What follows belongs to an exercise in optimizing a design on an open flow for small area, a short achievable clock period and few clock cycles per item; a production flow would make more cautious choices.
RTL that was checked went through simulation tests only; none was proved equivalent to the original.

Setup of pine:
// cdt_builder
module cdt_builder (
    input  wire        clk,
    input  wire        rst,             
    input  wire [4:0]  cfg_k,
    input  wire [10:0] cfg_min_used,
    input  wire [10:0] cfg_max_used,
    input  wire [15:0] cfg_max_width,
    input  wire [2:0]  cfg_interp,
    input  wire        in_valid,
    output wire        in_ready,
    input  wire [24:0] in_count,
    output reg         out_valid,
    output reg  [9:0]  out_code,
    output reg  [15:0] out_entry,
    output reg  [9:0]  out_fine,
    output reg         out_wrap,
    output reg         res_valid,
    output wire [2:0]  res_interp,
    output reg         res_accept,
    output wire [10:0] res_used,
    output wire [24:0] res_widest,
    output reg         res_event,
    output wire [7:0]  res_acc_mask
);
Settings: LEC_CHECK=0, CAP_MARGIN=20, CORE_MARGIN=2, CORE_UTILIZATION=50, CTS_CLUSTER_DIAMETER=100, CTS_CLUSTER_SIZE=20, SETUP_SLACK_MARGIN=3.6, SLEW_MARGIN=20, TNS_END_PERCENT=10; clock period 6.0 ns.
standard.sh (not shown) runs the stock make flow with config.mk's settings and CLKGATE_MAP_FILE= SYNTH_SCRIPT=/design/flow/synth_recipe.tcl, a recipe that flattens the netlist after the stock synthesis.
==> flow/flow/run.sh <==
#!/bin/bash
# The standard layout, with buf_1 (rather than the default buffer) on the
# input and output ports; every port still gets its own buffer.
set -o pipefail
bash standard.sh "BUFFER_PORTS_ARGS=-buffer_cell sky130_fd_sc_hd__buf_1" finish > standard_make.log 2>&1
Testbench counts of pine, summed over its fixed seeds: cycles 65,745, items 65,536.
> inputs changed (pine -> cedar)
- swapping 3.6 for 3.67 in SETUP_SLACK_MARGIN
Results
Number of cells on the worst reg-to-reg path: cedar higher than pine. pine → cedar: met2 usage now sits at about the same level, clock skew now sits at about the same level. | clock-cell share of area | cedar vs pine | ≈ equal |. In the flow results for cedar and pine, the fmax is smaller on pine. The buffer count excluding the clock tree in the final layout in cedar sits 8.9% above the value recorded for pine.

* * *

v6:
The RTL this note starts from:
==> flow/design.v <==
module cdt_builder (
    input  wire        clk,
    input  wire        rst,             
    input  wire [4:0]  cfg_k,
    input  wire [10:0] cfg_min_used,
    input  wire [10:0] cfg_max_used,
    input  wire [15:0] cfg_max_width,
    input  wire [2:0]  cfg_interp,
    input  wire        in_valid,
    output wire        in_ready,
    input  wire [24:0] in_count,
    output reg         out_valid,
    output reg  [9:0]  out_code,
    output reg  [15:0] out_entry,
    output reg  [9:0]  out_fine,
    output reg         out_wrap,
    output reg         res_valid,
    output wire [2:0]  res_interp,
    output reg         res_accept,
    output wire [10:0] res_used,
    output wire [24:0] res_widest,
    output reg         res_event,
    output wire [7:0]  res_acc_mask
);
    reg         v1;
    wire [9:0]  cprev = out_code + {8'd0, v0 & v1, v0 ^ v1};
    reg         first;
    reg         last;
    reg  [2:0]  st;             
    reg         rdy;            
    reg  [4:0]  k_nx;           
    assign in_ready = rdy;
    wire        take  = in_valid & in_ready;       
    wire        clr   = first & in_ready;
    reg  [24:0] h0;             
    reg         v0;
    reg  [4:0]  k_q;            
    reg  [10:0] min_used_q;
    reg  [10:0] max_used_q;
    reg  [15:0] max_width_q;
    reg  [2:0]  interp_q;
    wire [4:0]  k_in  = {cfg_k[3], cfg_k[2:0] == 3'd7, cfg_k[2:0] == 3'd6,
                         cfg_k[2:0] == 3'd5, cfg_k[2:0] == 3'd4};
    wire [4:0]  k_now = first ? k_nx : k_q;
    reg         chk;            
    wire        fin = v0 & first;           
    reg  [2:0]  hold;
    always @(*) begin
        hold = k_q[0] ? 3'd5 : k_q[1] ? 3'd4 : 3'd3;
    end
    always @(*) begin
        h0_d = ({25{take & k_now[0]}} & (in_count << 4)) |
               ({25{take & k_now[1]}} & (in_count << 3)) |
               ({25{take & k_now[2]}} & (in_count << 2)) |
               ({25{take & k_now[3]}} & (in_count << 1)) |
               ({25{take & k_now[4]}} & in_count) |
               ({25{fin}} & {1'b0, max_width_q, 8'd1});
    end
    reg  [24:0] h0_d;
    always @(posedge clk) begin
        h0    <= h0_d;
        k_nx  <= k_in;
        if (rst) begin
            st    <= 3'd0;
            rdy   <= 1'b0;
            first <= 1'b1;
            last  <= 1'b0;
            v0    <= 1'b0;
            chk   <= 1'b0;
        end else begin
            v0  <= take;
            chk <= fin;
            if (take) begin
                first <= last;
                last  <= (cprev == 10'd1021);
            end
            if (take & last)
                st <= hold;
            else if (st != 3'd0)
                st <= st - 3'd1;
            rdy <= ~(take & last) & ((st == 3'd0) | (st == 3'd1)) &
                   (~(take ? last : first) | in_valid);
        end
        if (clr) begin
            k_q         <= k_in;
            min_used_q  <= cfg_min_used;
            max_used_q  <= cfg_max_used;
            max_width_q <= cfg_max_width;
            interp_q    <= cfg_interp;
        end
    end
    reg  [12:0] a_lo;
    reg  [12:0] a_hi;
    reg         a_c;
    reg  [10:0] used;
    reg  [24:0] widest;         
    reg         ge_min;         
    reg         over_max;       
    wire [13:0] s_lo_d = {1'b0, a_lo} + {1'b0, h0[12:0]};
    wire [12:0] s_hi_d = a_hi + {1'b0, h0[24:13]} + {12'd0, a_c};
    wire [13:0] a_lo_d = {1'b0, a_lo} + {1'b0, h0[11:0], 1'b0};
    wire [12:0] a_hi_d = a_hi + h0[24:12] + {12'd0, a_c};
    wire        nz    = v0 & (|h0);
    wire        gt    = h0 > widest;
    reg         shift;
    always @(*) begin
        shift = (k_q[0] & (st >= 3'd1) & (st <= 3'd4)) |
                (k_q[1] & (st >= 3'd1) & (st <= 3'd3)) |
                (k_q[2] & (st >= 3'd1) & (st <= 3'd2)) |
                (k_q[3] & (st == 3'd2));
    end
    always @(posedge clk) begin
        a_lo <= clr ? 13'd256 : a_lo_d[12:0];
        a_hi <= clr ? 13'd0   : a_hi_d;
        a_c  <= ~clr & a_lo_d[13];
        used <= clr ? 11'd0 : (used + {10'd0, nz});
        if (shift)
            widest <= widest >> 1;
        else if (clr | (v0 & gt))
            widest <= h0;
        ge_min   <= ~clr & (ge_min | (used == min_used_q));
        over_max <= ~clr & (over_max | (nz & (used == max_used_q)));
    end
    reg  [12:0] s_hi;           
    reg         s_c;
    reg  [3:0]  s_mid;          
    wire [12:0] e_hi      = s_hi + {12'd0, s_c};           
    wire [16:0] e17       = {e_hi, s_mid};                 
    wire [15:0] entry     = e17[15:0] | {16{e17[16]}};
    wire [12:0] fine_sum  = s_hi + {11'd0, 1'b1, s_c};
    wire [10:0] fine_full = fine_sum[12:2];
    always @(posedge clk) begin
        s_hi  <= s_hi_d;
        s_c   <= s_lo_d[13];
        s_mid <= s_lo_d[12:9];
        if (rst) begin
            v1        <= 1'b0;
            out_valid <= 1'b0;
            out_code  <= 10'h3FF;
        end else begin
            v1        <= v0;
            out_valid <= v1;
            out_code  <= out_code + {9'd0, v1};
        end
        out_entry <= entry;
        out_fine  <= fine_full[9:0];
        out_wrap  <= fine_full[10];
    end
    wire        used_ok = (ge_min | (used == min_used_q)) & ~over_max;
    reg  [3:0]  run [0:7];
    reg  [7:0]  acc_mask;
    integer     i;
    wire        judge = (st == 3'd1);
    wire [3:0]  run_sel = run[interp_q];
    wire [3:0]  run_new = res_accept ? 4'd0 :
                          (run_sel == 4'b1100) ? 4'b1100 :
                          {run_sel[2:0], ~(run_sel[3] ^ run_sel[2])};
    always @(posedge clk) begin
        if (chk)
            res_accept <= gt & used_ok;
        res_event <= ~res_accept & (run_sel == 4'b0110);
        if (rst) begin
            res_valid <= 1'b0;
            acc_mask  <= 8'd0;
            for (i = 0; i < 8; i = i + 1)
                run[i] <= 4'd0;
        end else begin
            res_valid <= judge;
            for (i = 0; i < 8; i = i + 1)
                if (judge && interp_q == i) begin
                    run[i] <= run_new;
                    if (res_accept)
                        acc_mask[i] <= 1'b1;
                end
        end
    end
    assign res_interp   = interp_q;
    assign res_used     = used;
    assign res_widest   = widest;
    assign res_acc_mask = acc_mask;
endmodule
export LEC_CHECK = 0
export CAP_MARGIN = 20
export CORE_MARGIN = 2
export CORE_UTILIZATION = 50
export CTS_CLUSTER_DIAMETER = 100
export CTS_CLUSTER_SIZE = 20
export SETUP_SLACK_MARGIN = 3.75
export SLEW_MARGIN = 20
create_clock -name core_clock -period 6.0 [get_ports {clk}]
Scripts as last shown in full above: flow/flow/run.sh
diff inputs: v6 => v7
- SETUP_SLACK_MARGIN changed from 3.75 to 3.6
Notes after the runs:
NOTE final cell count v6->v7 decreased slightly. From v7 to v6, parity-gate share of the synthesized area counting xor and xnor cells did not move at all. Met1 routed wirelength after detailed routing: v6 vs v7, no meaningful difference.
Function was not checked in any run of this note: the RTL went through the layout flow alone.

## what the ideal ports hide
Ports are ideal in the flow. The routed layouts listed here were re-timed in OpenROAD. Step 1 sets driving cells, clkbuf_16 on the clock port and buf_2 on the other inputs (assumed; they add their load-dependent delay and slew). Step 2 adds t to the input delays and takes it off the output delays; t is the mean of the earliest and latest rising clock arrival at the registers after step 1. Input paths then give back, and output paths get back, about the clock's delay inside the block. Slacks: ideal ports / drivers / drivers and shift; pairs: ideal ports / drivers.
run	shift t [ns]	setup WS [ns]	worst hold slack (ns)	worst slew at a driven data input, ns	pins driven straight from the clock port
pine	0.528	3.555 / 3.504 / 3.390	0.425 / 0.425 / 0.425	0.07	1
cedar	0.530	3.604 / 3.553 / 3.404	0.434 / 0.434 / 0.434	0.07	1
v6	0.542	3.444 / 3.444 / 3.444	0.413 / 0.413 / 0.413	0.07	1
v7	0.544	3.524 / 3.506 / 3.461	0.411 / 0.411 / 0.411	0.07	1
After both steps setup and hold are still met in every run listed. The setup slack of cedar, which loses most, moves by -0.051 ns with the drivers and by -0.200 ns with both steps.
